What follows belongs to an exercise in optimizing a design on an open flow for small area, a short achievable clock period and few clock cycles; a production flow would make more cautious choices.
At most, simulation tests tie the RTL to the original design; equivalence was not proved.
No functional check of the RTL was part of runs 1, 2 and 5.

## flow/flow/run.sh

```bash
#!/bin/bash
# Standard layout: every port buffered with buf_1, and timing repair asked to
# aim well below the clock period.
bash standard.sh SETUP_SLACK_MARGIN=27.5 "BUFFER_PORTS_ARGS=-buffer_cell sky130_fd_sc_hd__buf_1" finish > standard.log 2>&1
```

## flow/config.mk

```make
export PLATFORM = sky130hd
export DESIGN_NAME = kk7_combiner
export DESIGN_NICKNAME = kk7_combiner
export VERILOG_FILES = /design/flow/design.v
export SDC_FILE = /design/flow/constraint.sdc
export NUM_CORES = 4
export LEC_CHECK = 0
export ABC_AREA = 1
export CAP_MARGIN = 20
export CORE_MARGIN = 2
export CORE_UTILIZATION = 40
export SLEW_MARGIN = 20
```

## flow/standard.sh

```bash
#!/bin/bash
# synth_recipe.tcl (not shown) runs the flow's synth.tcl, then flattens the netlist and writes it again
# the make line also repeats each setting of config.mk as NAME=value (left out here)
make -C /OpenROAD-flow-scripts/flow DESIGN_CONFIG=/design/flow/config.mk WORK_HOME=/design/flow/orfs CLKGATE_MAP_FILE= SYNTH_SCRIPT=/design/flow/synth_recipe.tcl "${@:-finish}"
```

## flow/constraint.sdc

```tcl
create_clock -name core_clock -period 38.0 [get_ports {clk}]
set_input_delay 7.6000 -clock core_clock [delete_from_list [all_inputs] [get_ports {clk}]]
set_output_delay 7.6000 -clock core_clock [all_outputs]
set_load 0.01 [all_outputs]
```

## flow/design.v

```verilog
module kk7_comb_add (
    input  wire [31:0] y,
    input  wire        y_nz,        
    input  wire        skip,
    input  wire        us,
    input  wire [8:0]  ueb,
    input  wire [27:0] um,
    output wire [31:0] r,
    output wire        r_nz         
);
    integer i;
    wire        ys    = y[31];
    wire [7:0]  yf    = y[30:23];
    wire        y_sp  = &yf;                        
    wire        y_nan = y_sp && (y[22:0] != 23'd0);
    wire [8:0]  yeb   = {1'b0, yf[7:1], yf[0] | !y_nz};
    wire [27:0] ym    = {y_nz, y[22:0], 4'b0000};
    wire        eff_sub = us ^ ys;
    wire [9:0]  d1    = {1'b0, ueb} - {1'b0, yeb};
    wire [9:0]  d2    = {1'b0, yeb} - {1'b0, ueb};
    wire        dneg  = d1[9];                      
    wire        d0    = (d1 == 10'd0);
    wire        swap0 = d0 && eff_sub && (ym > um);
    wire [27:0] m_b   = dneg ? ym : um;             
    wire [27:0] m_s   = dneg ? um : ym;             
    wire [8:0]  e_big = dneg ? yeb : ueb;
    wire        s_r   = (dneg || swap0) ? ys : us;
    wire [9:0]  dab   = dneg ? d2 : d1;
    wire [4:0]  sh    = (dab[9:5] != 5'd0) ? 5'd31 : dab[4:0];
    wire [30:0] s_sh  = {m_s, 3'b000} >> sh;
    reg  [27:0] lowmask;
    always @* begin
        for (i = 0; i < 28; i = i + 1)
            lowmask[i] = ({27'd0, sh} >= i + 3);
    end
    wire        jam   = |(m_s & lowmask);
    wire [31:0] b_w   = {1'b0, m_b, 3'b000};
    wire [31:0] s_w   = {1'b0, s_sh[30:1], jam};
    wire [32:0] t_c   = {b_w, 1'b1} + {s_w ^ {32{eff_sub}}, eff_sub && !swap0};
    wire [31:0] sum   = t_c[32:1] ^ {32{swap0}};
    reg  [31:0] lim;
    always @* begin
        for (i = 0; i < 32; i = i + 1)
            lim[i] = (e_big == 9'd31 - i);
    end
    wire [31:0] sum_l = sum | lim;
    reg  [4:0]  lz;
    always @* begin
        lz = 5'd0;
        for (i = 0; i < 32; i = i + 1)
            if (sum_l[i]) lz = 5'd31 - i[4:0];
    end
    wire [31:0] nrm  = sum << lz;
    wire [23:0] mant = nrm[31:8];
    wire        inc  = nrm[7] & ((|nrm[6:0]) | mant[0]);
    wire [9:0]  fld0 = {1'b0, e_big} - {5'd0, lz} + {9'd0, mant[23]};
    wire [32:0] pk   = {fld0, mant[22:0]} + {32'd0, inc};
    wire        ovf  = (fld0 >= 10'd255) || ((fld0 == 10'd254) && inc && (&mant[22:0]));
    wire        zero = (sum == 32'd0);
    wire        pass = skip || y_sp;
    wire [31:0] r_sp = (skip || !y_nan) ? y : 32'h7FC0_0000;
    wire [31:0] r_nm = zero ? 32'h0000_0000 :
                       ovf  ? {s_r, 8'hFF, 23'd0} : {s_r, pk[30:0]};
    assign r = pass ? r_sp : r_nm;
    assign r_nz = pass ? (y_nz || (y_nan && !skip)) :
                         (!zero && (ovf || (fld0 != 10'd0) || (inc && (&mant[22:0]))));
endmodule
module kk7_combiner (
    input  wire         clk,
    input  wire         rst,
    input  wire         in_valid,
    output wire         in_ready,
    input  wire [31:0]  in_y,        
    input  wire         in_acc,      
    input  wire         in_ofmt,     
    input  wire         in_align,    
    input  wire         in_nan,      
    input  wire [199:0] in_s,        
    input  wire [63:0]  in_code,     
    input  wire [79:0]  in_ea,       
    output wire         out_valid,
    input  wire         out_ready,
    output wire [31:0]  out_y,
    output wire         out_ovf      
);
    integer i;
    reg        busy;        
    reg  [7:1] rem;         
    reg        rdy;         
    reg  [1:0] pend;        
    wire codes_equal = (in_code[15:8]  == in_code[7:0]) && (in_code[23:16] == in_code[7:0]) &&
                       (in_code[31:24] == in_code[7:0]) && (in_code[39:32] == in_code[7:0]) &&
                       (in_code[47:40] == in_code[7:0]) && (in_code[55:48] == in_code[7:0]) &&
                       (in_code[63:56] == in_code[7:0]);
    wire in_fused = in_align && codes_equal && (in_code[7:0] != 8'h00) && (in_code[7:0] != 8'hFF);
    reg  any_ff;
    reg  [7:0] act;
    always @* begin
        any_ff = in_nan;
        for (i = 0; i < 8; i = i + 1)
            any_ff = any_ff | (in_code[8*i +: 8] == 8'hFF);
        for (i = 0; i < 8; i = i + 1)
            act[i] = (in_code[8*i +: 8] != 8'h00) && (in_s[25*i +: 25] != 25'd0);
    end
    wire [7:1] rem_low  = rem & ~(rem - 7'd1);    
    wire [7:1] rem_rest = rem & (rem - 7'd1);
    wire       rem_many = (rem_rest != 7'd0);
    wire first  = !busy && in_valid;
    wire accept = busy && rdy;                     
    wire fetch  = first || (busy && (rem_many || rdy));
    wire [7:0] act_e   = any_ff ? 8'd0 : act;
    wire [7:0] act_low = act_e & ~(act_e - 8'd1);
    wire [7:0] sel = busy ? {rem_low, 1'b0} : act_low;    
    wire       j_real = busy ? (rem != 7'd0) : (act_e != 8'd0);    
    wire       deliver = out_valid && out_ready;
    wire [7:1] rem_nx  = first ? (act_e[7:1] & ~act_low[7:1]) :
                         (busy && rem_many) ? rem_rest :
                         accept ? 7'd0 : rem;
    wire       busy_nx = first || (busy && !accept);
    wire [1:0] pend_nx = pend + {1'b0, accept} - {1'b0, deliver};
    reg        fused_q;     
    reg  [10:0] x0;         
    always @(posedge clk) begin
        if (rst) begin
            busy <= 1'b0;
            rem  <= 7'd0;
            rdy  <= 1'b0;
            pend <= 2'd0;
        end else begin
            busy <= busy_nx;
            rem  <= rem_nx;
            rdy  <= busy && !accept && (!rem_many || ((rem_rest & (rem_rest - 7'd1)) == 7'd0)) &&
                    !pend_nx[1];
            pend <= pend_nx;
        end
        if (first) begin
            fused_q <= in_fused;
            x0      <= $signed({3'b000, in_code[7:0]}) - 11'sd127 + $signed({in_ea[9], in_ea[9:0]});
        end
    end
    assign in_ready = rdy;
    reg [24:0] s_sel;
    reg [7:0]  code_sel;
    reg [9:0]  ea_sel;
    always @* begin
        s_sel = 25'd0; code_sel = 8'd0; ea_sel = 10'd0;
        for (i = 0; i < 8; i = i + 1) begin
            s_sel    = s_sel    | (in_s[25*i +: 25] & {25{sel[i]}});
            code_sel = code_sel | (in_code[8*i +: 8] & {8{sel[i]}});
            ea_sel   = ea_sel   | (in_ea[10*i +: 10] & {10{sel[i]}});
        end
    end
    reg        t_v, t_first, t_last, t_real, t_fused, t_ofmt, t_nan;
    reg [24:0] t_s;
    reg [7:0]  t_code;
    reg [9:0]  t_ea;
    always @(posedge clk) begin
        if (rst) begin
            t_v <= 1'b0; t_first <= 1'b0; t_last <= 1'b0;
        end else begin
            t_v     <= fetch;
            t_first <= first;
            t_last  <= accept;
        end
        t_real  <= fetch && j_real;
        t_fused <= first ? in_fused : fused_q;
        t_ofmt  <= in_ofmt;
        t_nan   <= any_ff;
        t_s     <= s_sel;
        t_code  <= code_sel;
        t_ea    <= ea_sel;
    end
    reg  [27:0] acc;        
    wire signed [10:0] x_j = $signed({3'b000, t_code}) - 11'sd127 + $signed({t_ea[9], t_ea});
    wire [27:0] s_ext   = t_real ? {{3{t_s[24]}}, t_s} : 28'd0;
    wire [27:0] acc_nx  = (t_first ? 28'd0 : acc) + s_ext;
    wire [27:0] val     = t_fused ? acc_nx : s_ext;
    wire signed [10:0] x = t_fused ? x0 : x_j;
    wire        emit    = t_v && (t_fused ? t_last : (t_real && t_code != 8'h00));
    always @(posedge clk) begin
        acc <= acc_nx;
    end
    wire        p_sign = val[27];
    wire [27:0] p_mag  = p_sign ? -val : val;
    wire signed [11:0] p_q = $signed({x[10], x}) + 12'sd153;
    wire        p_neg  = p_q[11];
    reg  [27:0] p_lim;
    always @* begin
        for (i = 0; i < 28; i = i + 1)
            p_lim[i] = (p_q == 27 - i);
    end
    wire [27:0] p_ml   = p_mag | p_lim;
    reg  [4:0]  p_lz;
    always @* begin
        p_lz = 5'd0;
        for (i = 0; i < 28; i = i + 1)
            if (p_ml[i]) p_lz = 5'd27 - i[4:0];
    end
    wire [4:0]  p_rs   = (p_q < -12'sd31) ? 5'd31 : -p_q[4:0];
    wire [4:0]  p_rot  = p_neg ? -p_rs : p_lz;       
    reg  [31:0] p_rv [0:5];
    integer k;
    always @* begin
        p_rv[0] = {4'b0000, p_mag};
        for (k = 0; k < 5; k = k + 1)
            p_rv[k+1] = p_rot[k] ? ((p_rv[k] << (1 << k)) | (p_rv[k] >> (32 - (1 << k)))) : p_rv[k];
    end
    reg  [31:0] p_wrap;
    always @* begin
        for (i = 0; i < 32; i = i + 1)
            p_wrap[i] = p_neg && ({27'd0, p_rs} >= 32 - i);
    end
    wire        p_jam  = |(p_rv[5] & p_wrap);
    wire [27:0] p_m    = (p_rv[5][27:0] & ~p_wrap[27:0]) | {27'd0, p_jam};
    wire signed [12:0] p_eb = $signed({{2{x[10]}}, x}) + 13'sd154 - $signed({8'd0, p_lz});
    wire [8:0]  p_e    = p_neg ? 9'd1 : (p_eb > 13'sd256) ? 9'd256 : p_eb[8:0];
    reg        u_skip, u_last, u_sign, u_ofmt, u_nan;
    reg [8:0]  u_eb;
    reg [27:0] u_m;
    always @(posedge clk) begin
        if (rst) begin
            u_skip <= 1'b1; u_last <= 1'b0;
        end else begin
            u_skip <= !emit || (val == 28'd0);
            u_last <= t_v && t_last;
        end
        u_sign <= p_sign;
        u_eb   <= p_e;
        u_m    <= p_m;
        u_ofmt <= t_ofmt;
        u_nan  <= t_nan;
    end
    reg  [31:0] y;
    reg         y_nz;       
    wire [31:0] y_nx;
    wire        y_nz_nx;
    kk7_comb_add u_add (
        .y    (y),
        .y_nz (y_nz),
        .skip (u_skip),
        .us   (u_sign),
        .ueb  (u_eb),
        .um   (u_m),
        .r    (y_nx),
        .r_nz (y_nz_nx)
    );
    reg        r_v, r_ofmt, r_nan;
    reg [31:0] r_y;
    reg        o_v, o_ovf;
    reg [31:0] o_y;
    wire       o_free = !o_v || out_ready;
    always @(posedge clk) begin
        if (t_v && t_first) begin
            y    <= in_acc ? in_y : 32'h0000_0000;
            y_nz <= in_acc && (in_y[30:23] != 8'd0);
        end else begin
            y    <= y_nx;
            y_nz <= y_nz_nx;
        end
        if (rst) begin
            r_v <= 1'b0;
            o_v <= 1'b0;
        end else begin
            r_v <= u_last || (r_v && !o_free);
            o_v <= r_v || (o_v && !out_ready);
        end
        if (u_last) begin
            r_y    <= y_nx;
            r_ofmt <= u_ofmt;
            r_nan  <= u_nan;
        end
        if (r_v && o_free) begin
            o_y   <= res;
            o_ovf <= ovf;
        end
    end
    wire        y_is_nan = (r_y[30:23] == 8'hFF) && (r_y[22:0] != 23'd0);
    wire [15:0] bf_rnd   = r_y[31:16] + {15'd0, r_y[15] & ((|r_y[14:0]) | r_y[16])};
    wire [15:0] bf       = y_is_nan ? 16'h7FC0 : bf_rnd;
    wire [31:0] res      = r_nan  ? (r_ofmt ? 32'h0000_7FC0 : 32'h7FC0_0000) :
                           r_ofmt ? {16'h0000, bf} : r_y;
    wire        ovf      = r_ofmt ? (res[14:0] == 15'h7F80) : (res[30:0] == 31'h7F80_0000);
    assign out_valid = o_v;
    assign out_y     = o_y;
    assign out_ovf   = o_ovf;
endmodule
```

==> results of run 1 <==
final timing paths:
kind         startpoint        end  slack [ns]  depth (start not counted)
max             in_s[2]  t_code[4]       27.54                         21
min              t_ofmt     u_ofmt        0.33                          0
max reg2reg     u_eb[4]    r_y[15]       28.08                         56
min reg2reg      t_ofmt     u_ofmt        0.33                          0
layout make-up:
class,instances,area (sq um)
Inverter,695,2676
Clock buffer,34,763.2
Timing Repair Buffer,528,2784
Antenna cell,9,22.52
Tap cell,978,1224
Multi-Input combinational cell,3971,22310
Sequential cell,244,5678
Clock inverter,17,180.2
Fill cell,8172,39940
critical path, stage by stage:
cell and delay, ns:
clkbuf_2 0.11, nor4_4 0.35, nand4_1 0.58, nor3_4 0.39, nor2_2 0.09, nand2_2 0.09
inv_2 0.04, nor2_2 0.08, inv_1 0.06, nor2_2 0.14, inv_2 0.06, nor2_4 0.11
inv_2 0.05, nor2_4 0.12, inv_2 0.07, nor2_4 0.13, inv_2 0.07, nor2_4 0.14
o21ai_4 0.14, buf_12 0.22, o211ai_1 0.27
state kept, by name (all words and copies together) (netlist names), 2 cells and up:
register	count
acc	28
o_y	32
pend	2
r_y	32
rem	7
t_code	8
t_ea	10
t_s	25
u_eb	9
u_m	28
x0	11
y	32
per-layer routing:
metal	wire length [microns]	vias up
li1	-	17850
met1	56320	16940
met2	66790	1735
met3	9354	382
met4	10100	2
met5	13	-
cells by family (layout without fill, tap and decap cells):
logic type	count (synthesis)	in the layout	share of synthesized area, %
AND/OR/NAND/NOR	2825	2840	40.85
other	0	9	0
flip-flops	244	244	18.66
adder cells (fa/ha/maj)	176	176	7.415
XOR/XNOR	203	203	5.872
buffers and inverters	880	1274	11.53
multiplexers	1	1	0.03292
AO/OA/AOI/OAI	751	751	15.64
metrics by stage:
stage	instance area [sq um]	util [%]	hold WS [ns]	setup slack [ns]
floorplan	30410	-	0.3096	27.67
global placement	32650	43.21	0.3119	25.74
detailed placement	32660	43.22	0.3151	25.72
CTS	34340	45.44	0.3293	27.50
global route	35630	47.15	0.3337	27.41
finish	35630	47.15	0.3258	27.54
placed cells by master, fill, tap and decap left out, types with 26 or more instances in the layout:
master	n
inv_1	647
a22oi_1	32
clkbuf_16	37
nand2_1	1330
nor2_1	409
a221oi_1	31
xor2_1	147
edfxtp_1	79
o21ai_0	195
inv_2	26
o21ai_1	40
buf_4	81
a21oi_1	176
nor4_1	82
ha_1	166
nand4_1	92
nor3_1	63
o2111ai_1	28
o21ai_2	32
xnor2_1	50
nand3_1	701
buf_1	412
dfxtp_1	163
repair_timing:
item	in CTS	in global routing
endpoints found under the setup margin	106	106
buffers inserted	7	53
gates resized for setup	93	147
pin swaps	12	55
cloned	11	14
==> run summary, run 1 <==
Status:
- The run finished with no timing, DRC or antenna violations.

Clocking:
- The clock buffer count from CTS is 28.
- The number of clock sinks seen by CTS is 244.
- The number of hold buffers added after CTS was 0.
- The later pin in the worst-skew pair is clocked with a latency of 0.60 ns.
- The TritonCTS clock tree is yes.
- The post-CTS clock slew at the launch and capture registers of the worst setup and hold paths is 0.06 ns.
- The clock passes through at most 3 buffers.
- CTS built an H-tree with a depth of 1.
- CTS placed an instance of clkbuf_16 at the clock tree root.

Floorplan:
- The die covers 78240 sq um.
- The number of rows in the core area is 101.
- During I/O placement, the number of pins put on the boundary was 419.
- The initial cell density of the core is 40.24%.
- The floorplan step defined a core boundary enclosing 75570 sq um.
- The height of the die is 279.7 microns.
- The floorplan step set the die width to 279.7 microns.

Yosys:
- In this run the biggest area consumer among cell types represents 16.53% of the synthesized area.
- Sorting the synthesized cells by area gives the leading types as nand2_1, nand3_1, dfxtp_1, inv_1, edfxtp_1.
- nand2_1 is the most common cell in the netlist.
- During synthesis, Yosys emitted a total of 3 warnings.
- The async set-reset flop share out of synthesis is 0%.
- The net count after synthesis is 5640.
- The synthesized netlist cell count is 5080.
- The library cell occupying the most area in the post-synthesis netlist is nand2_1.
- The post-synthesis instance area is 30410 sq um.
- The share of the Yosys chip area taken by registers is 18.66%.
- Counting flops with a built-in enable in the synthesized netlist gives 79.
- After synthesis the netlist holds a flip-flop and latch count of 244.
- The mean instance size in the synthesized netlist is 5.986 sq um.
- Counting instances in the post-synthesis netlist gives the leading cell types as nand2_1, nand3_1, inv_1.
- The number of different library cells in the post-synthesis netlist is 74.
- The most instantiated flip-flop cell in the synthesis netlist is dfxtp_1.

Detailed routing:
- The number of search-and-repair iterations in the first detailed-routing pass is 7.
- The sum of routed wire length over all layers is 142.6 mm.
- Dividing the detail-routed wire length by the instance count gives 22.02 microns.
- In this run, the number of DRC markers left after iteration 0 of detailed routing was 3582.
- Across all layers, the routed design uses 36900 vias.
- The number of design rule violations left after detail routing is 0.
- Once detail routing completed, the nets flagged for antenna violations numbered 0.
- The detail-routed via count per cell is 5.699.

Global routing:
- The number of global-route vias before repair is 34500.
- In the global route stage, overall resource usage came out at 34.50%.
- The maximum number of pins on one net before global-route repair is 98.
- The initial antenna violation count was 10.
- Global routing consumed, on the met3 layer, 3.570% of the routing resources.
- The first global-routing pass estimated 208.0 mm of wire.
- Global routing consumed, on the met1 layer, 41.57% of the routing resources.
- For this run, global-route usage on met2 was measured as 59.34%.
- The remaining global-route overflow is 0.
- The global routing stage identified its most utilized layer as met2.

Final layout:
- After the flow finishes, the layout carries non-filler instances totaling 6476.
- Cells with a size suffix above 1 make up 7.852% of the layout.
- The layout overhead on the synthesized area is 17.19%.
- In the final design database the tool counted 6028 nets.

Timing:
- The number of pins with negative max-slew slack in the final report is 0.
- In this run the tightest slew margin relative to its limit is 25.15%.
- The hold violation total from the final report is 0.
- For the pin with the worst max-slew slack, the measured transition is 1.112 ns.
- The total setup violations reported at the end of the flow is 0.
- The clock skew after layout is 0.01961 ns.
- The upper clock frequency limit is 95.64 MHz.
- Adding up every negative setup slack in the final design gives 0 ns.
- The ratio of final minimum period to clock period is 27.52%.
- Setup repair after global routing left no endpoint under its margin.
- The final period demand of the worst path is 10.46 ns.

Run:
- The max-cap violation count is 0.

Worst setup path:
- The critical-path maximum fanout is 6.
- The element type at the critical path end is a flip-flop.
- The endpoint arrival time on the critical path is 10.94 ns.
- The critical path in this run is classified as in -> reg.
- The worst path required time is 38.48 ns.
- STA classifies the critical path startpoint as a primary input.

Placed design:
- The congestion estimate from routability-driven global placement came to 1.024.
- The detailed placer's ending HPWL is 112.8 mm.
- Input and output buffers added on the ports amount to 418.
- The number of instances in the placed design is 6330.

Min path:
- The path class of the tightest hold or removal check is reg -> reg.
==> run 2: changes to the inputs <==
--- a/flow/design.v
+++ b/flow/design.v
@@ -86,5 +86,7 @@
     integer i;
     reg        busy;        
-    reg  [7:1] rem;         
+    reg  [7:1] rem_q;       
+    reg        kill;        
+    wire [7:1] rem = kill ? 7'd0 : rem_q;
     reg        rdy;         
     reg  [1:0] pend;        
@@ -109,5 +111,5 @@
     wire accept = busy && rdy;                     
     wire fetch  = first || (busy && (rem_many || rdy));
-    wire [7:0] act_e   = any_ff ? 8'd0 : act;
+    wire [7:0] act_e   = act;
     wire [7:0] act_low = act_e & ~(act_e - 8'd1);
     wire [7:0] sel = busy ? {rem_low, 1'b0} : act_low;    
@@ -124,10 +126,12 @@
         if (rst) begin
             busy <= 1'b0;
-            rem  <= 7'd0;
+            rem_q <= 7'd0;
+            kill  <= 1'b0;
             rdy  <= 1'b0;
             pend <= 2'd0;
         end else begin
             busy <= busy_nx;
-            rem  <= rem_nx;
+            rem_q <= rem_nx;
+            if (first) kill <= any_ff;
             rdy  <= busy && !accept && (!rem_many || ((rem_rest & (rem_rest - 7'd1)) == 7'd0)) &&
                     !pend_nx[1];
==> run 2 against run 1 <==
Area after synthesis is 0.65% higher. Routed wire length is 5.6% higher. Critical path depth is 7 lower. Global-route usage is 1.9 points higher. Utilization is 0.67 points lower. Sequential cell count is 1 higher. Non-clock buffer count is 28 lower. Sequential share of layout area is 0.23 points higher.
==> run summary, run 2 <==
Timing:
- The worst max-slew margin expressed relative to the limit is 29.83% (was 25.15%).
- The number of pins with negative max-slew slack in the final report is 0 (unchanged).
- The upper clock frequency limit is 95.10 MHz (was 95.64 MHz).
- The final period demand of the worst path is 10.52 ns (was 10.46 ns).
- The sum of negative setup slack came to 0 ns (unchanged).
- The setup slack after layout came to 27.48 ns (was 27.54 ns).
- The transition time at the pin with the least slew margin came to 1.051 ns (was 1.112 ns).
- The clock skew after layout was 0.04039 ns (was 0.01961 ns).
- The ratio of final minimum period to clock period is 27.67% (was 27.52%).
- The hold violation total from the final report is 0 (unchanged).
- The total setup violations reported at the end of the flow is 0 (unchanged).
- Setup repair after global routing missed its margin: false (unchanged).

Yosys:
- The number of different library cells in the post-synthesis netlist came to 76 (was 74).
- The library cell occupying the most area in the post-synthesis netlist was nand2_1 (unchanged).
- The post-synthesis sequential area ratio is 18.61% (was 18.66%).
- The net count after synthesis was 5694 (was 5640).
- The post-synthesis instance area is 30610 sq um (was 30410 sq um).
- The async set-reset flop share out of synthesis is 0% (unchanged).
- The mean instance size in the synthesized netlist is 5.960 sq um (was 5.986 sq um).
- The synthesized netlist cell count is 5135 (was 5080).
- Most common library cells after synthesis: nand2_1, inv_1, nand3_1 (was nand2_1, nand3_1, inv_1).
- The dominant cell by count in the synthesized netlist is nand2_1 (unchanged).
- The proportion of netlist area held by the largest area contributor is 16.30% (was 16.53%).
- The synthesis-stage register bit count is 245 (was 244).
- The total of warnings raised by yosys is 3 (unchanged).
- The most instantiated flip-flop cell in the synthesis netlist is dfxtp_1 (unchanged).
- The number of flops mapped to enable cells by yosys is 79 (unchanged).
- Area contributors post-synth: nand2_1, nand3_1, dfxtp_1, inv_1, edfxtp_1 (unchanged).

Clocking:
- The post-CTS clock slew at the launch and capture registers of the worst setup and hold paths is 0.07 ns (was 0.06 ns).
- The clock buffer count from CTS is 28 (unchanged).
- The number of clock sinks seen by CTS is 245 (was 244).
- The maximum clock insertion buffer count is 3 (unchanged).
- The H-tree depth reported by CTS came to 1 (unchanged).
- The TritonCTS clock tree was yes (unchanged).
- The source-to-sink clock delay at the later pin of the worst-skew pair is 0.59 ns (was 0.60 ns).
- The buffer type at the clock tree root is clkbuf_16 (unchanged).

Worst setup path:
- The capture instance of the worst register-to-register path was y[23] (was r_y[15]).
- The kind of launch point of the worst setup path was a primary input (unchanged).
- The worst flop-to-flop path startpoint is u_eb[5] (was u_eb[4]).
- The endpoint arrival time on the critical path is 10.96 ns (was 10.94 ns).
- The critical-path maximum fanout is 39 (was 6).
- The worst path required time came to 38.45 ns (was 38.48 ns).
- The type of the worst setup path is in -> reg (unchanged).
- The number of cells traversed by the worst register-to-register path is 70 (was 56).
- The element type at the critical path end is a flip-flop (unchanged).
- The worst setup slack for register-to-register paths is 28.09 ns (was 28.08 ns).

Placed design:
- The final weighted congestion in routability-driven placement is 1.076 (was 1.024).
- The post-placement setup slack is 25.90 ns (was 25.72 ns).
- The count of buffers from port buffering was 418 (unchanged).
- The detailed placer's ending HPWL is 123.0 mm (was 112.8 mm).

Global routing:
- The remaining global-route overflow came to 0 (unchanged).
- The overall track demand over capacity in global routing is 36.38% (was 34.50%).
- The number of global-route vias before repair came to 35260 (was 34500).
- The global-route wire length before repair came to 216.9 mm (was 208.0 mm).
- The maximum number of pins on one net before global-route repair is 54 (was 98).
- The initial antenna violation count came to 9 (was 10).

Min path:
- The depth of the worst hold-timing path came to 0 (unchanged).
- The class of the tightest hold or removal check is reg -> reg (unchanged).
- The startpoint of the tightest hold check path is t_nan (was t_ofmt).
- The hold path endpoint is u_nan (was u_ofmt).

Final layout:
- The total number of nets in the final design is 6057 (was 6028).
- The total of fill cells in the finished design came to 8308 (was 8172).
- Registers with the most flip-flops: o_y (32), r_y (32), y (32) (unchanged).
- The ratio of cells with drive above 1 in the final layout was 7.464% (was 7.852%).
- The layout overhead on the synthesized area is 15.15% (was 17.19%).
- The commonest non-fill, non-tap cell in the layout is nand2_1 (unchanged).
- Most used cells in the layout excluding fill and tap cells: nand2_1, inv_1, nand3_1 (was nand2_1, nand3_1, inv_1).

Detailed routing:
- The number of search-and-repair iterations in the first detailed-routing pass is 12 (was 7).
- The average wire per standard cell is 23.15 microns (was 22.02 microns).
- The total vias in the final route is 37430 (was 36900).
- The remaining antenna violation count is 0 (unchanged).
- The number of design rule violations left after detail routing is 0 (unchanged).
- The DRC marker count from the first detailed-route iteration was 3778 (was 3582).
- The detail-routed via count per cell is 5.754 (was 5.699).
- The sum of routed wire length over all layers is 150.6 mm (was 142.6 mm).

Floorplan:
- The number of top-level design ports came to 419 (unchanged).
- The overall die area is 78740 sq um (was 78240 sq um).
- The width of the die came to 280.6 microns (was 279.7 microns).
- The initial cell density of the core came to 40.37% (was 40.24%).
- The core region area is 75820 sq um (was 75570 sq um).
- The height of the die is 280.6 microns (was 279.7 microns).
- The number of rows in the core area was 101 (unchanged).

Run:
- The max-cap violation count is 0 (unchanged).

Status:
- Status: finished clean (unchanged).
## run 2: changes by cell type in the layout (fill, tap and decap cells not counted), moves of 16 or more
cell / delta
a21oi_1: +16
inv_1: +26
nand3_1: -39
o2111ai_1: -20
o21ai_0: +37
nor2_1: +30
## run 2: critical path, stage by stage
cell and delay (ns):
buf_1 0.40, nor3_1 0.19, and3_1 0.24, a32oi_1 0.49, nor2_1 0.08, inv_1 0.08
nor2_2 0.05, a32oi_2 0.31, inv_1 0.14, buf_6 0.23, nand2_1 0.14, nand4_1 0.40
a221oi_1 0.40, o21ai_0 0.16
## run 2: kinds of logic after synthesis
family / count (synthesis) / share of synthesized area [%]
buf+inv: 901 / 11.75
flops: 245 / 18.61
compound gates: 772 / 15.34
fa+ha+maj: 175 / 7.326
simple gates: 2836 / 41.02
xor+xnor: 205 / 5.915
mux: 1 / 0.03271
## run 2: final cells by class
cell class              count  area (sq um)  share of cell area (%)
well taps                 978          1224                   3.472
repair buffers            500          2318                   6.579
clock inverters            20         230.2                  0.6532
flip-flops and latches    245          5698                   16.17
multi-input cells        4002         22210                   63.02
clock buffers              32         737.0                   2.091
diodes                      7         17.52                 0.04970
repair inverters            1         7.507                 0.02130
inverters                 720          2799                   7.942
## run 2: per-layer routing
layer  GRT usage, %  wire [microns]  vias to the layer above
met5              0              30                        -
met2          62.53           70800                     1803
met1          41.96           57580                    17260
li1               -               -                    17890
met4          26.83           13100                        4
met3          3.631            9091                      480
## run 2: worst max path at each step
stage	to	slack, ns	start
after detailed placement	t_s[22]	25.90	in_code[0]
after CTS	y[23]	27.50	u_eb[2]
after floorplan	t_code[5]	27.96	in_s[75]
final	t_s[18]	27.48	in_s[82]
after global routing	y[26]	27.39	u_eb[6]
after global placement	t_s[22]	25.80	in_code[0]
## run 2: stage by stage
step	hold WS, ns	utilization [%]	cells	cell area, sq um
2_1_floorplan	0.3096	-	5135	30610
3_3_place_gp	0.3119	43.35	6387	32870
3_5_place_dp	0.3179	43.37	6389	32890
4_1_cts	0.3340	45.27	6457	34320
5_1_grt	0.3385	46.47	6503	35240
6_report	0.3299	46.48	6505	35240
## run 2: timing repair
item | 4_1_cts | 5_1_grt
cloned | 8 | 8
gates resized for setup | 64 | 145
hold buffers | 0 | 0
endpoints found under the setup margin | 100 | 106
pin swaps | 9 | 26
buffers inserted | 8 | 32
==> run 3: changes to the inputs <==
--- a/flow/design.v
+++ b/flow/design.v
@@ -86,7 +86,5 @@
     integer i;
     reg        busy;        
-    reg  [7:1] rem_q;       
-    reg        kill;        
-    wire [7:1] rem = kill ? 7'd0 : rem_q;
+    reg  [7:1] rem;         
     reg        rdy;         
     reg  [1:0] pend;        
@@ -97,10 +95,10 @@
     wire in_fused = in_align && codes_equal && (in_code[7:0] != 8'h00) && (in_code[7:0] != 8'hFF);
     reg  any_ff;
-    reg  [7:0] act;
+    reg  [7:1] act;
     always @* begin
         any_ff = in_nan;
         for (i = 0; i < 8; i = i + 1)
             any_ff = any_ff | (in_code[8*i +: 8] == 8'hFF);
-        for (i = 0; i < 8; i = i + 1)
+        for (i = 1; i < 8; i = i + 1)
             act[i] = (in_code[8*i +: 8] != 8'h00) && (in_s[25*i +: 25] != 25'd0);
     end
@@ -111,10 +109,8 @@
     wire accept = busy && rdy;                     
     wire fetch  = first || (busy && (rem_many || rdy));
-    wire [7:0] act_e   = act;
-    wire [7:0] act_low = act_e & ~(act_e - 8'd1);
-    wire [7:0] sel = busy ? {rem_low, 1'b0} : act_low;    
-    wire       j_real = busy ? (rem != 7'd0) : (act_e != 8'd0);    
+    wire [7:0] sel = busy ? {rem_low, 1'b0} : 8'd1;    
+    wire       j_real = first || (rem != 7'd0);    
     wire       deliver = out_valid && out_ready;
-    wire [7:1] rem_nx  = first ? (act_e[7:1] & ~act_low[7:1]) :
+    wire [7:1] rem_nx  = first ? (any_ff ? 7'd0 : act) :
                          (busy && rem_many) ? rem_rest :
                          accept ? 7'd0 : rem;
@@ -122,24 +118,18 @@
     wire [1:0] pend_nx = pend + {1'b0, accept} - {1'b0, deliver};
     reg        fused_q;     
-    reg  [10:0] x0;         
     always @(posedge clk) begin
         if (rst) begin
             busy <= 1'b0;
-            rem_q <= 7'd0;
-            kill  <= 1'b0;
+            rem  <= 7'd0;
             rdy  <= 1'b0;
             pend <= 2'd0;
         end else begin
             busy <= busy_nx;
-            rem_q <= rem_nx;
-            if (first) kill <= any_ff;
+            rem  <= rem_nx;
             rdy  <= busy && !accept && (!rem_many || ((rem_rest & (rem_rest - 7'd1)) == 7'd0)) &&
                     !pend_nx[1];
             pend <= pend_nx;
         end
-        if (first) begin
-            fused_q <= in_fused;
-            x0      <= $signed({3'b000, in_code[7:0]}) - 11'sd127 + $signed({in_ea[9], in_ea[9:0]});
-        end
+        if (first) fused_q <= in_fused;
     end
     assign in_ready = rdy;
@@ -176,12 +166,14 @@
     end
     reg  [27:0] acc;        
+    reg  [10:0] x0;         
     wire signed [10:0] x_j = $signed({3'b000, t_code}) - 11'sd127 + $signed({t_ea[9], t_ea});
     wire [27:0] s_ext   = t_real ? {{3{t_s[24]}}, t_s} : 28'd0;
     wire [27:0] acc_nx  = (t_first ? 28'd0 : acc) + s_ext;
     wire [27:0] val     = t_fused ? acc_nx : s_ext;
-    wire signed [10:0] x = t_fused ? x0 : x_j;
+    wire signed [10:0] x = (t_fused && !t_first) ? x0 : x_j;
     wire        emit    = t_v && (t_fused ? t_last : (t_real && t_code != 8'h00));
     always @(posedge clk) begin
         acc <= acc_nx;
+        if (t_first) x0 <= x_j;
     end
     wire        p_sign = val[27];
==> flow/flow/run.sh (replaced) <==
#!/bin/bash
# Standard layout with every port buffered by buf_1. Timing repair is left at
# its default through floorplan and placement, then asked to aim well below
# the clock period from clock tree synthesis on.
B="BUFFER_PORTS_ARGS=-buffer_cell sky130_fd_sc_hd__buf_1"
bash standard.sh "$B" place > standard_place.log 2>&1
bash standard.sh "$B" SETUP_SLACK_MARGIN=27.5 finish > standard.log 2>&1
==> run 3 against run 2 <==
Still clean on timing, DRC and antenna. Routed wire length decreased by 9.3%. Register-to-register slack about the same. Sequential cell count fell by 1. Sequential share of layout area is 0.10 points higher. Hold slack better by 0.0052 ns. Global-route usage shrank 3.1 points. Final area shrank 0.96%. Fmax is 6.1% higher. Area after synthesis shrank 2.8%.
==> run summary, run 3 <==
Status:
- Status: finished clean (unchanged).

Worst setup path:
- The worst flop-to-flop path startpoint is y_nz (was u_eb[5]).
- The worst path required time came to 38.31 ns (was 38.45 ns).
- The number of cells traversed by the worst register-to-register path is 73 (was 70).
- The capture instance of the worst register-to-register path is r_y[8] (was y[23]).
- The element type at the critical path end is a flip-flop (unchanged).
- The cell type with the highest occurrence count on the critical path is nand2_2 (was inv_1).
- The cell family contributing the most delay on the critical path was simple AND/OR/NAND/NOR gates (was compound AO/OA/AOI/OAI gates).
- The cell with the largest stage delay on the worst path is dfxtp_2 (was a32oi_1).
- The worst setup slack for register-to-register paths came to 28.09 ns (about the same).
- The endpoint arrival time on the critical path is 10.22 ns (was 10.96 ns).
- The number of buffers and inverters on the critical path came to 12 (was 4).
- The critical-path maximum fanout is 22 (was 39).
- The critical path's largest stage delay came to 0.34 ns (was 0.49 ns).
- The type of the worst setup path is reg -> reg (was in -> reg).
- The kind of launch point of the worst setup path is a flip-flop (was primary input).

Placed design:
- The count of buffers from port buffering is 418 (unchanged).
- The final weighted congestion in routability-driven placement came to 1.072 (was 1.076).
- The detailed placer's ending HPWL was 107.5 mm (was 123.0 mm).

Min path:
- The depth of the worst hold-timing path is 0 (unchanged).
- The startpoint of the tightest hold check path is t_nan (unchanged).
- The class of the tightest hold or removal check is reg -> reg (unchanged).
- The hold path endpoint is u_nan (unchanged).

Clocking:
- The clock buffer count from CTS is 26 (was 28).
- The TritonCTS clock tree was yes (unchanged).
- The H-tree depth reported by CTS is 1 (unchanged).
- The number of clock sinks seen by CTS is 244 (was 245).
- The buffer type at the clock tree root is clkbuf_16 (unchanged).
- The maximum clock insertion buffer count is 3 (unchanged).
- The post-CTS clock slew at the launch and capture registers of the worst setup and hold paths was 0.07 ns (about the same).
- The source-to-sink clock delay at the later pin of the worst-skew pair is 0.58 ns (was 0.59 ns).

Yosys:
- Area contributors post-synth: nand2_1, nand3_1, dfxtp_1, inv_1, edfxtp_1 (unchanged).
- The post-synthesis sequential area ratio is 19.07% (was 18.61%).
- The net count after synthesis is 5501 (was 5694).
- The post-synthesis instance area is 29750 sq um (was 30610 sq um).
- The most instantiated flip-flop cell in the synthesis netlist was dfxtp_1 (unchanged).
- The proportion of netlist area held by the largest area contributor came to 15.87% (was 16.30%).
- The library cell occupying the most area in the post-synthesis netlist is nand2_1 (unchanged).
- The mean instance size in the synthesized netlist is 6.004 sq um (was 5.960 sq um).
- The number of different library cells in the post-synthesis netlist was 74 (was 76).
- The dominant cell by count in the synthesized netlist was nand2_1 (unchanged).
- The synthesis-stage register bit count is 244 (was 245).
- The synthesized netlist cell count is 4956 (was 5135).
- The async set-reset flop share out of synthesis is 0% (unchanged).
- Most common library cells after synthesis: nand2_1, nand3_1, inv_1 (was nand2_1, inv_1, nand3_1).
- The total of warnings raised by yosys is 3 (unchanged).
- The number of flops mapped to enable cells by yosys was 79 (unchanged).

Global routing:
- The remaining global-route overflow is 0 (unchanged).
- The maximum number of pins on one net before global-route repair was 49 (was 54).
- The number of global-route vias before repair is 33450 (was 35260).
- The global-route wire length before repair is 198.4 mm (was 216.9 mm).
- The overall track demand over capacity in global routing came to 33.26% (was 36.38%).
- The initial antenna violation count came to 8 (was 9).

Detailed routing:
- The detail-routed via count per cell is 5.721 (was 5.754).
- The number of search-and-repair iterations in the first detailed-routing pass is 6 (was 12).
- The DRC marker count from the first detailed-route iteration is 3662 (was 3778).
- The uppermost signal routing layer after detailed routing is met5 (unchanged).
- The average wire per standard cell is 21.49 microns (was 23.15 microns).
- The remaining antenna violation count was 0 (unchanged).
- The amount of wire on met3 after detailed routing came to 8.579 mm (was 9.091 mm).
- The sum of routed wire length over all layers is 136.6 mm (was 150.6 mm).
- The total vias in the final route came to 36360 (was 37430).
- The routed length on met1 came to 52.01 mm (was 57.58 mm).
- The routed length on met2 came to 63.08 mm (was 70.80 mm).
- The number of design rule violations left after detail routing came to 0 (unchanged).

Timing:
- The clock skew after layout is 0.01287 ns (was 0.04039 ns).
- The final-layout worst hold slack is 0.3352 ns (was 0.3299 ns).
- The upper clock frequency limit is 100.9 MHz (was 95.10 MHz).
- The ratio of final minimum period to clock period is 26.08% (was 27.67%).
- The total setup violations reported at the end of the flow is 0 (unchanged).
- The transition time at the pin with the least slew margin is 1.111 ns (was 1.051 ns).
- Setup repair after global routing missed its margin: false (unchanged).
- The hold violation total from the final report is 0 (unchanged).
- The number of pins with negative max-slew slack in the final report is 0 (unchanged).
- The worst max-slew margin expressed relative to the limit is 25.28% (was 29.83%).
- The final period demand of the worst path was 9.909 ns (was 10.52 ns).
- The sum of negative setup slack was 0 ns (unchanged).

Floorplan:
- The height of the die is 276.7 microns (was 280.6 microns).
- The width of the die is 276.7 microns (was 280.6 microns).
- The overall die area is 76580 sq um (was 78740 sq um).
- The initial cell density of the core came to 40.17% (was 40.37%).
- The core region area is 74070 sq um (was 75820 sq um).
- The number of top-level design ports is 419 (unchanged).
- The number of rows in the core area came to 100 (was 101).

Final layout:
- The flip-flop and latch area is 5679 sq um (was 5698 sq um).
- The layout overhead on the synthesized area was 17.32% (was 15.15%).
- The total number of nets in the final design is 5904 (was 6057).
- The post-route core utilization is 47.13% (was 46.48%).
- The ratio of cells with drive above 1 in the final layout is 8.570% (was 7.464%).
- The area of combinational cells with multiple inputs came to 21580 sq um (was 22210 sq um).
- Most used cells in the layout excluding fill and tap cells: nand2_1, nand3_1, inv_1 (was nand2_1, inv_1, nand3_1).
- The total of fill cells in the finished design is 8045 (was 8308).
- The commonest non-fill, non-tap cell in the layout is nand2_1 (unchanged).
- Registers with the most flip-flops: o_y (32), r_y (32), y (32) (unchanged).

Run:
- The max-cap violation count was 0 (unchanged).
-- run 3: changes by cell type in the layout (fill, tap and decap cells not counted), moves of 11 or more --
cell and change:
o21ai_0 -42, nand4_1 -16, nand2_1 -85, xor2_1 -11
o21ai_2 -16, nor4_1 +11, nor2_1 -50, nand3_1 +49
inv_1 -14, o221ai_1 +42, buf_4 +40, ha_1 -19
-- run 3: logic make-up after synthesis --
kind of cell,Yosys count,share of synthesized area [%]
AO/OA/AOI/OAI,731,15.27
XOR/XNOR,200,5.913
flip-flops,244,19.07
adder cells (fa/ha/maj),161,6.922
buffers and inverters,888,12.22
AND/OR/NAND/NOR,2732,40.61
-- run 3: worst register-to-register path, delay by kind of cell (launching register included) --
| kind | cells | cell delay, ns |
|---|---|---|
| compound gates | 17 | 2.21 |
| flops | 1 | 0.34 |
| xor+xnor | 2 | 0.26 |
| simple gates | 37 | 4.16 |
| buf+inv | 12 | 1.34 |
| fa+ha+maj | 5 | 1.37 |
-- run 3: layer usage --
metal,up-vias,GRT usage [%]
met5,-,0
met3,509,3.493
met1,16640,38.59
met2,1778,56.07
li1,17430,-
met4,2,26.38
-- run 3: worst max-delay path by stage --
stage / start / endpoint / slack (ns) / cells past startpoint
final: y_nz / r_y[8] / 28.09 / 73
after global routing: y_nz / y[11] / 27.36 / 77
after CTS: u_eb[6] / r_y[5] / 27.50 / 66
after detailed placement: u_eb[3] / r_y[18] / 25.27 / 71
after global placement: u_eb[2] / r_y[19] / 25.42 / 71
after floorplan: out_ready / o_ovf / 28.31 / 2
-- run 3: what timing repair did --
item                       4_1_cts  5_1_grt
pin swaps                       13       42
cloned                          14       16
setup endpoints to repair       63      100
hold buffers                     0        0
buffers inserted                14       64
resized for setup               69      194
-- run 3: stage by stage --
| step | worst slack, ns | std cells | cell area, sq um |
|---|---|---|---|
| 4_1_cts | 27.50 | 6267 | 33360 |
| 3_3_place_gp | 25.42 | 6191 | 31880 |
| 6_report | 28.09 | 6355 | 34910 |
| 2_1_floorplan | 28.31 | 4956 | 29750 |
| 5_1_grt | 27.36 | 6355 | 34910 |
| 3_5_place_dp | 25.27 | 6191 | 31890 |
-- run 3: final cells by class --
class,count,share of cell area [%]
Inverter,697,7.692
Multi-Input combinational cell,3840,61.81
Tap cell,969,3.473
Clock buffer,28,1.946
Timing Repair Buffer,546,8.130
Timing Repair inverter,4,0.07527
Clock inverter,20,0.5484
Sequential cell,244,16.27
Antenna cell,7,0.05018
Testbench counts of run 3, summed over its fixed seeds: cycles 32,572.
==> run 4: changes to the inputs <==
==> flow/flow/run.sh (replaced) <==
#!/bin/bash
# Standard layout: every port buffered with buf_1, timing repair asked to aim
# well below the clock period, without gate cloning.
bash standard.sh SETUP_SLACK_MARGIN=27.5 SKIP_GATE_CLONING=1 "BUFFER_PORTS_ARGS=-buffer_cell sky130_fd_sc_hd__buf_1" finish > standard.log 2>&1
==> run 4 against run 3 <==
Still clean. Hold slack hardly changed. Non-clock buffer count up 20. Utilization is essentially flat. Cell count did not move. Synthesized cell count did not move. Clock skew rose by 0.0032 ns. Via count is 0.70% lower. Area after synthesis stayed put. Worst setup slack improved by 0.013 ns. Die area unchanged. First-iteration DRC count is 7.5% lower.
==> run summary, run 4 <==
Min path:
- The class of the tightest hold or removal check was reg -> reg (unchanged).
- The depth of the worst hold-timing path is 0 (unchanged).

Final layout:
- The layout overhead on the synthesized area is 17.29% (was 17.32%).
- The commonest non-fill, non-tap cell in the layout is nand2_1 (unchanged).
- Most used cells in the layout excluding fill and tap cells: nand2_1, nand3_1, inv_1 (unchanged).
- The filler-free cell count of the finished design is 6355 (unchanged).
- The post-route core utilization is 47.11% (was 47.13%).
- The post-route cell area is 34900 sq um (was 34910 sq um).
- The total of fill cells in the finished design came to 8067 (was 8045).
- Registers with the most flip-flops: o_y (32), r_y (32), y (32) (unchanged).
- The ratio of cells with drive above 1 in the final layout is 8.998% (was 8.570%).
- The total number of nets in the final design is 5904 (unchanged).

Worst setup path:
- The kind of launch point of the worst setup path was a flip-flop (unchanged).
- The critical-path maximum fanout is 11 (was 22).
- The number of cells traversed by the worst register-to-register path is 79 (was 73).
- The worst path required time is 38.31 ns (about the same).
- The type of the worst setup path is reg -> reg (unchanged).
- The endpoint arrival time on the critical path is 10.21 ns (was 10.22 ns).
- The cell with the largest stage delay on the worst path is ha_1 (was dfxtp_2).
- The critical path's largest stage delay is 0.37 ns (was 0.34 ns).
- The element type at the critical path end is a flip-flop (unchanged).
- The cell type with the highest occurrence count on the critical path is nand2_1 (was nand2_2).

Detailed routing:
- The sum of routed wire length over all layers is 135.6 mm (was 136.6 mm).
- The remaining antenna violation count is 0 (unchanged).
- The total vias in the final route is 36100 (was 36360).
- The detail-routed via count per cell is 5.681 (was 5.721).
- The number of search-and-repair iterations in the first detailed-routing pass is 6 (unchanged).
- The number of design rule violations left after detail routing came to 0 (unchanged).
- The DRC marker count from the first detailed-route iteration is 3386 (was 3662).
- The average wire per standard cell was 21.34 microns (was 21.49 microns).

Timing:
- The clock skew after layout is 0.01605 ns (was 0.01287 ns).
- The setup slack after layout was 28.10 ns (was 28.09 ns).
- The final period demand of the worst path is 9.896 ns (was 9.909 ns).
- The number of pins with negative max-slew slack in the final report is 0 (unchanged).
- The total setup violations reported at the end of the flow was 0 (unchanged).
- The ratio of final minimum period to clock period is 26.04% (was 26.08%).
- Setup repair after global routing missed its margin: false (unchanged).
- The worst max-slew margin expressed relative to the limit came to 22.88% (was 25.28%).
- The hold violation total from the final report came to 0 (unchanged).
- The transition time at the pin with the least slew margin came to 1.146 ns (was 1.111 ns).
- The sum of negative setup slack is 0 ns (unchanged).
- The upper clock frequency limit is 101.1 MHz (was 100.9 MHz).

Floorplan:
- The overall die area was 76580 sq um (unchanged).
- The initial cell density of the core is 40.17% (unchanged).
- The height of the die was 276.7 microns (unchanged).
- The core region area came to 74070 sq um (unchanged).
- The number of top-level design ports was 419 (unchanged).
- The number of rows in the core area was 100 (unchanged).
- The width of the die came to 276.7 microns (unchanged).

Yosys:
- The library cell occupying the most area in the post-synthesis netlist was nand2_1 (unchanged).
- The async set-reset flop share out of synthesis was 0% (unchanged).
- The dominant cell by count in the synthesized netlist is nand2_1 (unchanged).
- The total of warnings raised by yosys is 3 (unchanged).
- Most common library cells after synthesis: nand2_1, nand3_1, inv_1 (unchanged).
- The post-synthesis sequential area ratio is 19.07% (unchanged).
- The most instantiated flip-flop cell in the synthesis netlist is dfxtp_1 (unchanged).
- The synthesized netlist cell count is 4956 (unchanged).
- The synthesis-stage register bit count was 244 (unchanged).
- The number of different library cells in the post-synthesis netlist is 74 (unchanged).
- The number of flops mapped to enable cells by yosys is 79 (unchanged).
- Area contributors post-synth: nand2_1, nand3_1, dfxtp_1, inv_1, edfxtp_1 (unchanged).
- The mean instance size in the synthesized netlist is 6.004 sq um (unchanged).
- The post-synthesis instance area is 29750 sq um (unchanged).
- The net count after synthesis is 5501 (unchanged).
- The proportion of netlist area held by the largest area contributor is 15.87% (unchanged).

Global routing:
- The initial antenna violation count is 8 (unchanged).
- The overall track demand over capacity in global routing was 33.11% (was 33.26%).
- The maximum number of pins on one net before global-route repair is 49 (unchanged).
- The global-route wire length before repair was 197.6 mm (was 198.4 mm).
- The number of global-route vias before repair is 33400 (was 33450).
- The remaining global-route overflow is 0 (unchanged).

Placed design:
- The count of buffers from port buffering came to 418 (unchanged).
- The final weighted congestion in routability-driven placement was 1.072 (unchanged).
- The post-placement cell area is 31890 sq um (unchanged).
- The number of instances in the placed design is 6191 (unchanged).
- The post-placement setup slack was 25.27 ns (unchanged).
- The detailed placer's ending HPWL is 107.5 mm (unchanged).

Clocking:
- The clock buffer count from CTS is 26 (unchanged).
- The post-CTS clock slew at the launch and capture registers of the worst setup and hold paths is 0.07 ns (about the same).
- The number of clock sinks seen by CTS was 244 (unchanged).
- The TritonCTS clock tree is yes (unchanged).
- The source-to-sink clock delay at the later pin of the worst-skew pair is 0.58 ns (about the same).
- The buffer type at the clock tree root is clkbuf_16 (unchanged).
- The maximum clock insertion buffer count was 3 (unchanged).
- The H-tree depth reported by CTS is 1 (unchanged).

Run:
- The max-cap violation count is 0 (unchanged).

Status:
- Status: finished clean (unchanged).
[run 4: cell type report]
cell class	count	area, sq um	share of cell area (%)
Antenna cell	7	17.52	0.05020
Clock buffer	28	679.4	1.947
Clock inverter	20	191.4	0.5486
Inverter	697	2681	7.683
Multi-Input combinational cell	3824	21430	61.41
Sequential cell	244	5680	16.28
Tap cell	969	1212	3.474
Timing Repair Buffer	566	3005	8.612
[run 4: kinds of logic after synthesis]
logic type | after synthesis | share of synthesized area, %
and+or+nand+nor | 2732 | 40.61
buffers and inverters | 888 | 12.22
AOI/OAI and AO/OA | 731 | 15.27
DFF | 244 | 19.07
xor gates and xnor gates | 200 | 5.913
adders and majority gates | 161 | 6.922
[run 4: metrics by stage]
stage / hold slack [ns]
3_5_place_dp: 0.3212
5_1_grt: 0.3398
4_1_cts: 0.3364
3_3_place_gp: 0.3162
2_1_floorplan: 0.3096
6_report: 0.3350
[run 4: worst paths after layout]
kind	end	slack (ns)	from
max	r_y[8]	28.10	y_nz
max reg2reg	r_y[8]	28.10	y_nz
min	u_nan	0.33	t_nan
min reg2reg	u_nan	0.33	t_nan
[run 4: worst max-delay path: cells and delay by family, from the launching register on]
kind            cells  cell delay, ns
simple gates       41            4.08
compound gates     16            2.01
flops               1            0.35
fa+ha+maj           5            1.26
xor+xnor            2            0.27
buf+inv            15            1.64
[run 4: what timing repair did]
| item | 4_1_cts | 5_1_grt |
|---|---|---|
| resized for setup | 70 | 237 |
| hold buffers | 0 | 0 |
| pin swaps | 8 | 53 |
| setup buffers | 19 | 89 |
| endpoints found under the setup margin | 63 | 100 |
[run 4: per-layer routing]
metal  vias to the layer above  GRT usage (%)  routed length [microns]
met3                       483          3.510                     8148
met2                      1694          55.81                    62820
met1                     16530          38.33                    51810
met4                         2          26.49                    12800
li1                      17390              -                        -
met5                         -              0                       13
==> run 5: changes to the inputs <==
--- a/flow/design.v
+++ b/flow/design.v
@@ -88,5 +88,5 @@
     reg  [7:1] rem;         
     reg        rdy;         
-    reg  [1:0] pend;        
+    reg        pend;        
     wire codes_equal = (in_code[15:8]  == in_code[7:0]) && (in_code[23:16] == in_code[7:0]) &&
                        (in_code[31:24] == in_code[7:0]) && (in_code[39:32] == in_code[7:0]) &&
@@ -116,5 +116,5 @@
                          accept ? 7'd0 : rem;
     wire       busy_nx = first || (busy && !accept);
-    wire [1:0] pend_nx = pend + {1'b0, accept} - {1'b0, deliver};
+    wire       pend_nx = accept || (pend && !deliver);
     reg        fused_q;     
     always @(posedge clk) begin
@@ -123,10 +123,10 @@
             rem  <= 7'd0;
             rdy  <= 1'b0;
-            pend <= 2'd0;
+            pend <= 1'b0;
         end else begin
             busy <= busy_nx;
             rem  <= rem_nx;
             rdy  <= busy && !accept && (!rem_many || ((rem_rest & (rem_rest - 7'd1)) == 7'd0)) &&
-                    !pend_nx[1];
+                    !pend_nx;
             pend <= pend_nx;
         end
@@ -241,9 +241,6 @@
         .r_nz (y_nz_nx)
     );
-    reg        r_v, r_ofmt, r_nan;
-    reg [31:0] r_y;
-    reg        o_v, o_ovf;
+    reg        o_v, o_ofmt, o_nan;
     reg [31:0] o_y;
-    wire       o_free = !o_v || out_ready;
     always @(posedge clk) begin
         if (t_v && t_first) begin
@@ -254,29 +251,26 @@
             y_nz <= y_nz_nx;
         end
-        if (rst) begin
-            r_v <= 1'b0;
+        if (rst)
             o_v <= 1'b0;
-        end else begin
-            r_v <= u_last || (r_v && !o_free);
-            o_v <= r_v || (o_v && !out_ready);
-        end
+        else if (u_last)
+            o_v <= 1'b1;
+        else if (deliver)
+            o_v <= 1'b0;
         if (u_last) begin
-            r_y    <= y_nx;
-            r_ofmt <= u_ofmt;
-            r_nan  <= u_nan;
-        end
-        if (r_v && o_free) begin
-            o_y   <= res;
-            o_ovf <= ovf;
-        end
-    end
-    wire        y_is_nan = (r_y[30:23] == 8'hFF) && (r_y[22:0] != 23'd0);
-    wire [15:0] bf_rnd   = r_y[31:16] + {15'd0, r_y[15] & ((|r_y[14:0]) | r_y[16])};
-    wire [15:0] bf       = y_is_nan ? 16'h7FC0 : bf_rnd;
-    wire [31:0] res      = r_nan  ? (r_ofmt ? 32'h0000_7FC0 : 32'h7FC0_0000) :
-                           r_ofmt ? {16'h0000, bf} : r_y;
-    wire        ovf      = r_ofmt ? (res[14:0] == 15'h7F80) : (res[30:0] == 31'h7F80_0000);
+            o_y    <= y_nx;
+            o_ofmt <= u_ofmt;
+            o_nan  <= u_nan;
+        end
+    end
+    wire        o_fmax   = (o_y[30:23] == 8'hFF);
+    wire        o_frac0  = (o_y[22:0] == 23'd0);
+    wire        y_is_nan = o_fmax && !o_frac0;
+    wire        y_is_inf = o_fmax && o_frac0;
+    wire        bf_up    = o_y[15] & ((|o_y[14:0]) | o_y[16]);
+    wire [15:0] bf_rnd   = o_y[31:16] + {15'd0, bf_up};
+    wire        bf_ovf   = y_is_inf || ((o_y[30:16] == 15'h7F7F) && bf_up);
     assign out_valid = o_v;
-    assign out_y     = o_y;
-    assign out_ovf   = o_ovf;
+    assign out_y     = o_nan  ? (o_ofmt ? 32'h0000_7FC0 : 32'h7FC0_0000) :
+                       o_ofmt ? {16'h0000, y_is_nan ? 16'h7FC0 : bf_rnd} : o_y;
+    assign out_ovf   = !o_nan && (o_ofmt ? bf_ovf : y_is_inf);
 endmodule
==> flow/flow/run.sh (replaced) <==
#!/bin/bash
# Standard layout: every port buffered with buf_1, and timing repair asked to
# aim well below the clock period.
bash standard.sh SETUP_SLACK_MARGIN=27.5 "BUFFER_PORTS_ARGS=-buffer_cell sky130_fd_sc_hd__buf_1" finish > standard.log 2>&1
==> run 5 against run 4 <==
Critical endpoint is now out_y[12]. Final area decreased by 2.4%. Still clean on timing, DRC and antenna. Hold slack got worse by 0.0028 ns. Sequential cell count shrank 35. Cell count increased by 1.8%. Die area decreased by 1.0%. Clock skew grew 0.015 ns. Critical path type is now reg -> out.
==> run summary, run 5 <==
Detailed routing:
- The DRC marker count from the first detailed-route iteration is 4314 (was 3386).
- The average wire per standard cell is 21.63 microns (was 21.34 microns).
- The sum of routed wire length over all layers is 139.9 mm (was 135.6 mm).
- The number of search-and-repair iterations in the first detailed-routing pass is 8 (was 6).
- The remaining antenna violation count is 0 (unchanged).
- The number of design rule violations left after detail routing was 0 (unchanged).
- The total vias in the final route is 37390 (was 36100).
- The detail-routed via count per cell was 5.779 (was 5.681).

Worst setup path:
- The critical path goes through nand2_2 > inv_2 > ha_4 > nand2_1 > nor2_1 > inv_1 > nor2_1 > inv_1 > nor2_4 > inv_2 > nor3_4 > inv_2 > nor2_4 > nand2_2 > a21oi_2 > o21ai_1 > nand2_1 > inv_1 > buf_6.
- The critical-path maximum fanout is 3 (was 11).
- The kind of launch point of the worst setup path is a flip-flop (unchanged).
- The critical path's largest stage delay is 0.44 ns (was 0.37 ns).
- The element type at the critical path end is a primary output (was flip-flop).
- The endpoint arrival time on the critical path was 2.87 ns (was 10.21 ns).
- The cell with the largest stage delay on the worst path is edfxtp_1 (was ha_1).
- The critical path launch point is o_y[15] (was y_nz).
- The type of the worst setup path is reg -> out (was reg -> reg).
- The worst path required time is 30.40 ns (was 38.31 ns).
- The worst flop-to-flop path startpoint is y[30] (was y_nz).

Clocking:
- The H-tree depth reported by CTS is 1 (unchanged).
- The number of hold buffers added after cts is 0 (unchanged).
- The number of clock sinks seen by CTS is 209 (was 244).
- The TritonCTS clock tree is yes (unchanged).
- The maximum clock insertion buffer count is 3 (unchanged).
- The source-to-sink clock delay at the later pin of the worst-skew pair is 0.55 ns (was 0.58 ns).
- The clock buffer count from CTS came to 22 (was 26).
- The post-CTS clock slew at the launch and capture registers of the worst setup and hold paths is 0.07 ns (about the same).
- The buffer type at the clock tree root is clkbuf_16 (unchanged).

Final layout:
- The post-route core utilization is 46.66% (was 47.11%).
- Registers with the most flip-flops: o_y (32), y (32) (was o_y (32), r_y (32), y (32)).
- The total of fill cells in the finished design was 8063 (was 8067).
- The filler-free cell count of the finished design was 6470 (was 6355).
- The ratio of cells with drive above 1 in the final layout is 8.047% (was 8.998%).
- The layout overhead on the synthesized area is 15.62% (was 17.29%).
- The commonest non-fill, non-tap cell in the layout is nand2_1 (unchanged).
- Most used cells in the layout excluding fill and tap cells: nand2_1, nand3_1, inv_1 (unchanged).
- The post-route cell area is 34040 sq um (was 34900 sq um).
- The total number of nets in the final design is 6036 (was 5904).

Yosys:
- The library cell occupying the most area in the post-synthesis netlist is nand2_1 (unchanged).
- The most instantiated flip-flop cell in the synthesis netlist is dfxtp_1 (unchanged).
- Area contributors post-synth: nand2_1, nand3_1, dfxtp_1, inv_1, ha_1 (was nand2_1, nand3_1, dfxtp_1, inv_1, edfxtp_1).
- The synthesized netlist cell count is 5103 (was 4956).
- The synthesis-stage register bit count is 209 (was 244).
- The number of different library cells in the post-synthesis netlist is 75 (was 74).
- The proportion of netlist area held by the largest area contributor came to 17.12% (was 15.87%).
- The mean instance size in the synthesized netlist came to 5.770 sq um (was 6.004 sq um).
- The total of warnings raised by yosys is 3 (unchanged).
- The net count after synthesis is 5648 (was 5501).
- The post-synthesis sequential area ratio is 15.77% (was 19.07%).
- Most common library cells after synthesis: nand2_1, nand3_1, inv_1 (unchanged).
- The dominant cell by count in the synthesized netlist is nand2_1 (unchanged).
- The number of flops mapped to enable cells by yosys is 46 (was 79).
- The async set-reset flop share out of synthesis is 0% (unchanged).
- The post-synthesis instance area was 29450 sq um (was 29750 sq um).

Floorplan:
- The number of top-level design ports is 419 (unchanged).
- The number of rows in the core area came to 99 (was 100).
- The initial cell density of the core is 40.36% (was 40.17%).
- The width of the die was 275.3 microns (was 276.7 microns).
- The height of the die is 275.3 microns (was 276.7 microns).
- The overall die area is 75800 sq um (was 76580 sq um).
- The core region area is 72960 sq um (was 74070 sq um).

Timing:
- The final-layout worst hold slack is 0.3322 ns (was 0.3350 ns).
- The upper clock frequency limit is 95.50 MHz (was 101.1 MHz).
- The setup slack after layout came to 27.53 ns (was 28.10 ns).
- The clock skew after layout is 0.03126 ns (was 0.01605 ns).
- The worst max-slew margin expressed relative to the limit is 15.69% (was 22.88%).
- The number of pins with negative max-slew slack in the final report was 0 (unchanged).
- The total setup violations reported at the end of the flow is 0 (unchanged).
- The sum of negative setup slack came to 0 ns (unchanged).
- The final period demand of the worst path came to 10.47 ns (was 9.896 ns).
- Setup repair after global routing missed its margin: true (was false).
- The hold violation total from the final report came to 0 (unchanged).
- The ratio of final minimum period to clock period is 27.55% (was 26.04%).
- The transition time at the pin with the least slew margin is 1.265 ns (was 1.146 ns).

Min path:
- The class of the tightest hold or removal check is reg -> reg (unchanged).
- The startpoint of the tightest hold check path is t_nan (unchanged).

Run:
- The max-cap violation count came to 0 (unchanged).

Global routing:
- The initial antenna violation count was 7 (was 8).
- The number of global-route vias before repair was 34380 (was 33400).
- The overall track demand over capacity in global routing is 34.74% (was 33.11%).
- The maximum number of pins on one net before global-route repair came to 68 (was 49).
- The remaining global-route overflow was 0 (unchanged).
- The global-route wire length before repair was 202.8 mm (was 197.6 mm).

Placed design:
- The final weighted congestion in routability-driven placement is 1.027 (was 1.072).
- The count of buffers from port buffering is 418 (unchanged).
- The post-placement cell area is 31640 sq um (was 31890 sq um).
- The detailed placer's ending HPWL is 110.2 mm (was 107.5 mm).
- The number of instances in the placed design came to 6324 (was 6191).
- The post-placement setup slack is 25.80 ns (was 25.27 ns).

Status:
- Status: finished clean (unchanged).
run 5: cell types whose count changed after synthesis, moves of 23 or more:
| cell | delta |
|---|---|
| o21ai_0 | -33 |
| a21oi_1 | -31 |
| inv_1 | +26 |
| edfxtp_1 | -33 |
| o221ai_1 | -41 |
| nand4_1 | +47 |
| nor2_1 | +42 |
| nand3_1 | +47 |
| a2111oi_0 | +23 |
| nand2_1 | +85 |
run 5: final timing paths:
path                                   to  slack (ns)  cells after the start
worst max-delay path            out_y[12]       27.53                     19
worst min-delay path                u_nan        0.33                      0
worst max register to register    o_y[17]       27.98                     60
worst min register to register      u_nan        0.33                      0
run 5: timing repair:
item | in CTS | in global routing
resized for setup | 38 | 150
gates cloned | 7 | 15
setup endpoints to repair | 68 | 88
pin swaps | 7 | 57
setup buffers | 15 | 63
run 5: cell type report:
| cell class | count | area, sq um | area share, % |
|---|---|---|---|
| clock inverters | 10 | 83.83 | 0.2462 |
| flip-flops and latches | 209 | 4647 | 13.65 |
| inverters | 729 | 2791 | 8.200 |
| clock buffers | 28 | 625.6 | 1.838 |
| well taps | 959 | 1200 | 3.525 |
| multi-input cells | 3991 | 21990 | 64.59 |
| diodes | 6 | 15.01 | 0.04410 |
| repair buffers | 538 | 2694 | 7.913 |
run 5: cell families (layout without fill, tap and decap cells):
logic type | Yosys count | in the layout | synth area share (%)
AO/OA/AOI/OAI | 658 | 658 | 14.02
XOR/XNOR | 192 | 192 | 5.813
adder cells (fa/ha/maj) | 161 | 161 | 6.994
buffers and inverters | 919 | 1305 | 12.49
flip-flops | 209 | 209 | 15.77
multiplexers | 1 | 1 | 0.03399
other | 0 | 6 | 0
AND/OR/NAND/NOR | 2963 | 2979 | 44.88
run 5: layer usage:
metal | vias to the layer above | track usage (%) | wire length [microns]
met5 | - | 0 | 29
met4 | 4 | 27.31 | 12960
met3 | 501 | 3.541 | 9818
met2 | 1989 | 57.97 | 63990
met1 | 17090 | 40.87 | 53160
li1 | 17810 | - | -
run 5: critical path, delay by kind of cell, from the launching register on:
family | cells | cell delay, ns
compound gates | 2 | 0.20
fa+ha+maj | 1 | 0.13
flops | 1 | 0.44
simple gates | 9 | 1.00
buf+inv | 7 | 0.56

separate check: timing with driven ports:
No port has a modelled driver above. Below, the same layouts with a new extraction and two added sets of constraints.
Step 1, drivers: a clkbuf_16 drives clk and a buf_2 each remaining input, both assumed.
Step 2 adds t to the input delays and takes it off the output delays; t is the mean of the earliest and latest rising clock arrival at the registers after step 1. Input paths then give back, and output paths get back, about the clock's delay inside the block.
Three values: ideal, step 1, step 2; two values: the first two.
run | t, ns | slack for setup (ns) | latest minus earliest clock arrival (ns)
run 1 | 0.645 | 27.544 / 27.573 / 26.928 | 0.020 / 0.020
run 2 | 0.633 | 27.485 / 27.523 / 26.890 | 0.042 / 0.042
run 3 | 0.632 | 28.091 / 28.091 / 27.785 | 0.013 / 0.014
run 4 | 0.632 | 28.104 / 28.104 / 27.821 | 0.016 / 0.016
run 5 | 0.591 | 27.529 / 27.477 / 27.765 | 0.032 / 0.031
After both steps every run listed still meets setup and hold. For run 1, which loses most, drivers alone change the setup slack by +0.029 ns; drivers and shift together by -0.616 ns.
